Background: an optimization exercise with open tools, aiming at small area, a short achievable clock period and few clock cycles per item. Do not read the settings as production practice.
Only simulation tests tie the RTL to the original design; equivalence was not proved.

### flow/run.sh
#!/bin/bash
# synth_recipe.tcl (not shown) runs the flow's synth.tcl, then flattens the netlist and writes it again
# the make line also repeats each setting of config.mk as NAME=value (left out here)
make -C /OpenROAD-flow-scripts/flow DESIGN_CONFIG=/design/flow/config.mk WORK_HOME=/design/flow/orfs CLKGATE_MAP_FILE= SYNTH_SCRIPT=/design/flow/synth_recipe.tcl finish
### flow/constraint.sdc
create_clock -name core_clock -period 8.0 [get_ports {clk}]
set_input_delay 1.6000 -clock core_clock [delete_from_list [all_inputs] [get_ports {clk}]]
set_output_delay 1.6000 -clock core_clock [all_outputs]
set_load 0.01 [all_outputs]
### flow/design.v
module sha256_compress (
    input  wire         clk,
    input  wire         rst,         
    input  wire         in_valid,
    output wire         in_ready,
    input  wire [255:0] in_state,
    input  wire [511:0] in_block,
    output wire         out_valid,
    input  wire         out_ready,
    output wire [255:0] out_state
);
    localparam [1:0] S_IDLE = 2'd0,
                     S_RUN  = 2'd1,
                     S_DONE = 2'd2;
    reg [1:0]   fsm;
    reg [5:0]   rnd;                 
    reg [255:0] h_in;                
    reg [31:0]  a, b, c, d, e, f, g, h;
    reg [511:0] w;                   
    assign in_ready  = (fsm == S_IDLE);
    assign out_valid = (fsm == S_DONE);
    assign out_state = {h_in[255:224] + a, h_in[223:192] + b,
                        h_in[191:160] + c, h_in[159:128] + d,
                        h_in[127:96]  + e, h_in[95:64]   + f,
                        h_in[63:32]   + g, h_in[31:0]    + h};
    reg [31:0] k;
    always @(*) begin
        case (rnd)
            6'd0: k = 32'h428a2f98;
            6'd1: k = 32'h71374491;
            6'd2: k = 32'hb5c0fbcf;
            6'd3: k = 32'he9b5dba5;
            6'd4: k = 32'h3956c25b;
            6'd5: k = 32'h59f111f1;
            6'd6: k = 32'h923f82a4;
            6'd7: k = 32'hab1c5ed5;
            6'd8: k = 32'hd807aa98;
            6'd9: k = 32'h12835b01;
            6'd10: k = 32'h243185be;
            6'd11: k = 32'h550c7dc3;
            6'd12: k = 32'h72be5d74;
            6'd13: k = 32'h80deb1fe;
            6'd14: k = 32'h9bdc06a7;
            6'd15: k = 32'hc19bf174;
            6'd16: k = 32'he49b69c1;
            6'd17: k = 32'hefbe4786;
            6'd18: k = 32'h0fc19dc6;
            6'd19: k = 32'h240ca1cc;
            6'd20: k = 32'h2de92c6f;
            6'd21: k = 32'h4a7484aa;
            6'd22: k = 32'h5cb0a9dc;
            6'd23: k = 32'h76f988da;
            6'd24: k = 32'h983e5152;
            6'd25: k = 32'ha831c66d;
            6'd26: k = 32'hb00327c8;
            6'd27: k = 32'hbf597fc7;
            6'd28: k = 32'hc6e00bf3;
            6'd29: k = 32'hd5a79147;
            6'd30: k = 32'h06ca6351;
            6'd31: k = 32'h14292967;
            6'd32: k = 32'h27b70a85;
            6'd33: k = 32'h2e1b2138;
            6'd34: k = 32'h4d2c6dfc;
            6'd35: k = 32'h53380d13;
            6'd36: k = 32'h650a7354;
            6'd37: k = 32'h766a0abb;
            6'd38: k = 32'h81c2c92e;
            6'd39: k = 32'h92722c85;
            6'd40: k = 32'ha2bfe8a1;
            6'd41: k = 32'ha81a664b;
            6'd42: k = 32'hc24b8b70;
            6'd43: k = 32'hc76c51a3;
            6'd44: k = 32'hd192e819;
            6'd45: k = 32'hd6990624;
            6'd46: k = 32'hf40e3585;
            6'd47: k = 32'h106aa070;
            6'd48: k = 32'h19a4c116;
            6'd49: k = 32'h1e376c08;
            6'd50: k = 32'h2748774c;
            6'd51: k = 32'h34b0bcb5;
            6'd52: k = 32'h391c0cb3;
            6'd53: k = 32'h4ed8aa4a;
            6'd54: k = 32'h5b9cca4f;
            6'd55: k = 32'h682e6ff3;
            6'd56: k = 32'h748f82ee;
            6'd57: k = 32'h78a5636f;
            6'd58: k = 32'h84c87814;
            6'd59: k = 32'h8cc70208;
            6'd60: k = 32'h90befffa;
            6'd61: k = 32'ha4506ceb;
            6'd62: k = 32'hbef9a3f7;
            6'd63: k = 32'hc67178f2;
            default: k = 32'h00000000;
        endcase
    end
    wire [31:0] w_t = w[511:480];
    wire [31:0] bsig1 = {e[5:0], e[31:6]} ^ {e[10:0], e[31:11]} ^ {e[24:0], e[31:25]};
    wire [31:0] bsig0 = {a[1:0], a[31:2]} ^ {a[12:0], a[31:13]} ^ {a[21:0], a[31:22]};
    wire [31:0] ch    = (e & f) ^ (~e & g);
    wire [31:0] maj   = (a & b) ^ (a & c) ^ (b & c);
    wire [31:0] t1    = h + bsig1 + ch + k + w_t;
    wire [31:0] t2    = bsig0 + maj;
    wire [31:0] w_1  = w[479:448];
    wire [31:0] w_9  = w[223:192];
    wire [31:0] w_14 = w[63:32];
    wire [31:0] ssig0 = {w_1[6:0], w_1[31:7]} ^ {w_1[17:0], w_1[31:18]} ^ {3'b000, w_1[31:3]};
    wire [31:0] ssig1 = {w_14[16:0], w_14[31:17]} ^ {w_14[18:0], w_14[31:19]} ^ {10'b0, w_14[31:10]};
    wire [31:0] w_new = ssig1 + w_9 + ssig0 + w_t;
    always @(posedge clk) begin
        if (rst) begin
            fsm <= S_IDLE;
        end else begin
            case (fsm)
                S_IDLE: begin
                    if (in_valid) begin
                        h_in <= in_state;
                        {a, b, c, d, e, f, g, h} <= in_state;
                        w    <= in_block;
                        rnd  <= 6'd0;
                        fsm  <= S_RUN;
                    end
                end
                S_RUN: begin
                    h   <= g;
                    g   <= f;
                    f   <= e;
                    e   <= d + t1;
                    d   <= c;
                    c   <= b;
                    b   <= a;
                    a   <= t1 + t2;
                    w   <= {w[479:0], w_new};
                    rnd <= rnd + 6'd1;
                    if (rnd == 6'd63)
                        fsm <= S_DONE;
                end
                S_DONE: begin
                    if (out_ready)
                        fsm <= S_IDLE;
                end
                default: fsm <= S_IDLE;
            endcase
        end
    end
endmodule
### flow/config.mk
export PLATFORM = sky130hd
export DESIGN_NAME = sha256_compress
export DESIGN_NICKNAME = sha256_compress
export VERILOG_FILES = /design/flow/design.v
export SDC_FILE = /design/flow/constraint.sdc
export NUM_CORES = 4
export LEC_CHECK = 0
export CAP_MARGIN = 20
export CORE_MARGIN = 2
export CORE_UTILIZATION = 40
export PLACE_DENSITY = 0.6
export SLEW_MARGIN = 20
==> results.txt <==
-- metrics by stage --
stage / setup slack, ns / area, um^2 / hold WS, ns
after global placement: 0.616 / 82600 / 0.488
after global routing: 0.0126 / 87000 / 0.500
after CTS: 0.489 / 86900 / 0.439
after floorplan: 0.260 / 70000 / 0.484
after detailed placement: 0.534 / 82600 / 0.491
final: 0.456 / 87000 / 0.454
-- cells in the final DEF, fill, tap and decap left out, types with 297 or more instances in the layout --
cell type / n
nand2_1: 2285
edfxtp_1: 1030
clkdlybuf4s50_1: 1029
inv_1: 450
ha_1: 389
xnor2_1: 384
a21oi_1: 348
o21ai_0: 298
nor2_1: 297
-- synthesized netlist by cell type (22+ instances only) --
| cell type | n |
|---|---|
| o21ai_0 | 298 |
| ha_1 | 389 |
| a211oi_1 | 52 |
| fa_1 | 195 |
| nor2_1 | 299 |
| nor3_1 | 88 |
| inv_1 | 450 |
| dfxtp_1 | 34 |
| nand4_1 | 31 |
| nor2b_1 | 40 |
| edfxtp_1 | 1030 |
| nand3_1 | 84 |
| nand2_1 | 2285 |
| a31oi_1 | 42 |
| xor2_1 | 195 |
| a21oi_1 | 350 |
| clkbuf_1 | 285 |
| buf_2 | 22 |
| nand2b_1 | 49 |
| xnor2_1 | 384 |
| and3_1 | 23 |
| o21a_1 | 60 |
| mux2i_1 | 27 |
| o31ai_1 | 26 |
| o21bai_1 | 43 |
| or3_1 | 24 |
| o211ai_1 | 46 |
| o21ai_1 | 76 |
| a21o_1 | 173 |
| maj3_1 | 23 |
-- final cells by class --
| cell class | instances | area, um^2 | area share (%) |
|---|---|---|---|
| Multi-Input combinational cell | 5586 | 35400 | 40.7 |
| Sequential cell | 1064 | 31600 | 36.3 |
| Timing Repair Buffer | 1111 | 11000 | 12.6 |
| Clock buffer | 166 | 3460 | 3.98 |
| Tap cell | 2325 | 2910 | 3.34 |
| Inverter | 452 | 1720 | 1.98 |
| Clock inverter | 75 | 833 | 0.958 |
| Antenna cell | 28 | 70.1 | 0.0806 |
-- registers in the layout (all words and copies together) (netlist names), 6 cells and up --
register  cells
w           512
h_in        256
a            32
b            32
c            32
d            32
e            32
f            32
g            32
h            32
k            32
rnd           6
-- logic make-up (layout without fill, tap and decap cells) --
| kind of cell | after synthesis | after routing | share of synthesized area (%) |
|---|---|---|---|
| and+or+nand+nor | 3004 | 3004 | 17.5 |
| AOI/OAI and AO/OA | 1356 | 1356 | 12.3 |
| xor gates and xnor gates | 581 | 581 | 7.32 |
| muxes | 38 | 38 | 0.564 |
| buffers and inverters | 781 | 1804 | 4.28 |
| adders and majority gates | 607 | 607 | 12.9 |
| other | 0 | 28 | 0 |
| DFF | 1064 | 1064 | 45.2 |
-- critical path, delay by kind of cell, from the launching register on --
| kind | cells | cell delay (ns) |
|---|---|---|
| buffers and inverters | 2 | 0.13 |
| AND/OR/NAND/NOR | 1 | 0.06 |
| adder cells (fa/ha/maj) | 6 | 2.31 |
| AO/OA/AOI/OAI | 15 | 3.07 |
| flip-flops | 1 | 0.54 |
| XOR/XNOR | 4 | 1.15 |
-- what timing repair did --
action	4_1_cts	5_1_grt
buffers inserted	0	0
hold buffers	0	0
gates resized for setup	0	1
endpoints found under the setup margin	0	1
-- layer usage --
metal	GRT usage [%]	up-vias	part of all wire, %
met5	0	-	0.025
met4	10.6	12	3.3
met3	7.15	442	8.6
met2	49.9	2650	45
met1	45.0	29400	43
li1	-	27300	-
-- final timing paths --
check / from / cells past startpoint / slack, ns / end
max reg2reg: e[12] / 28 / 0.46 / a[30]
max: e[12] / 28 / 0.46 / a[30]
min: w[154] / 2 / 0.45 / w[186]
min reg2reg: w[154] / 2 / 0.45 / w[186]
==> impl_metrics.ini <==
[yosys]
yosysSeqAreaShare_pct = 45.2
ys_async_sr_fraction_pct = 0
synth_top_area_cell = edfxtp_1
synth-edff-count = 1030
ys_warn_count = 1
ys.flop_type = edfxtp_1
synth_nets = 8787
synth_area_mm2 = 0.0699
synth_top_area_share_pct = 44.2
ys_ff_latch = 1064
avgSynthCellArea_um2 = 9.41
netlist_top_cells_area = edfxtp_1 (44%), nand2_1 (12%), ha_1 (7.0%)
postSynthCellCount = 7431
synth_cell_type_count = 96

[placement]
gp_congestion = 0.973
io_buffers = 1029
dp.cells = 10500
dp.final_hpwl_mm = 236

[clock_tree]
cts.sinks = 1064
cts_max_level = 4
clock_path_buffers = 3
numCtsBuffers = 133
root_buffer = clkbuf_16
path_clk_slew_ns = 0.07
clk-insertion-delay-late_ns = 0.82
cts_tree = done

[hold_path]
hp-class = flop to flop

[detailed_routing]
firstDrtPassIters = 6
wl_mm = 298
drc = 0
wl_per_cell_um = 27.6
viasPerCell = 5.53
vias = 59800
drtAntennaViolNets = 0
drt_iter0_drc = 7039

[timing]
worstMarginPinSlew_ns = 1.22
hold_viol = 0
slew_viol_final = 0
max_clock_freq_ghz = 0.133
setup_viol = 0
fin_tns_setup_ns = 0
slew_headroom_pct = 18.4
period_minus_slack_ns = 7.54
finClkSkew_ns = 0.0604
rsz0062_at_grt = no
period_share_pct = 94.3

[flow_run]
maxCapViolCount = 0

[floorplanning]
die_x_um = 422
ioPinCount = 1030
row_count = 153
die_y_um = 422
coreArea_mm2 = 0.174
initial_utilization_pct = 40.2
dieArea_mm2 = 0.178

[final_layout]
post-route-util_pct = 50.0
drive_above_1_share_pct = 3.83
fin_nets = 9704
fin_cells = 10800
nFillCells = 16400
area_growth_pct = 24.4

[worst_setup_path]
crit_required_ns = 8.52
crit_arrival_ns = 8.07
cp-start-kind = flop
crit_path_max_incr_delay_ns = 0.54
critPathCaptureType = flop
crit_path_top_delay_cell = edfxtp_1
path_max_fanout = 7
critPathKind = flop to flop

[grt]
grt_use_total_pct = 32.3
grt_first_pass_wirelength_mm = 415
overflow = 0
antenna_found_initial = 44
grt_max_degree = 166
grt_pass1_vias = 57100

[run_status]
status = no timing/DRC/antenna violations
Testbench counts, summed over its fixed seeds: cycles 33,792, blocks 512.

separate check: timing with driven ports:
The flow's constraints put no driver on any port. The routed layout listed below was extracted and timed again, unchanged, in two steps. Step 1 sets driving cells, clkbuf_16 on the clock port and buf_2 on the other inputs (assumed; they add their load-dependent delay and slew). Step 2 adds t to the input delays and takes it off the output delays; t is the mean of the earliest and latest rising clock arrival at the registers after step 1. Input paths then give back, and output paths get back, about the clock's delay inside the block. Three values: no drivers, after step 1, after step 2; two values: the first two.
t, ns: 0.877
setup WS [ns]: 0.456 / 0.456 / 0.456
worst hold slack (ns): 0.454 / 0.454 / 0.454
worst setup path at the end: register to register
worst slew at a driven data input, ns: 0.24
After both steps this run still meets setup and hold. For this run, drivers alone change the setup slack by 0.000 ns; drivers and shift together by 0.000 ns.
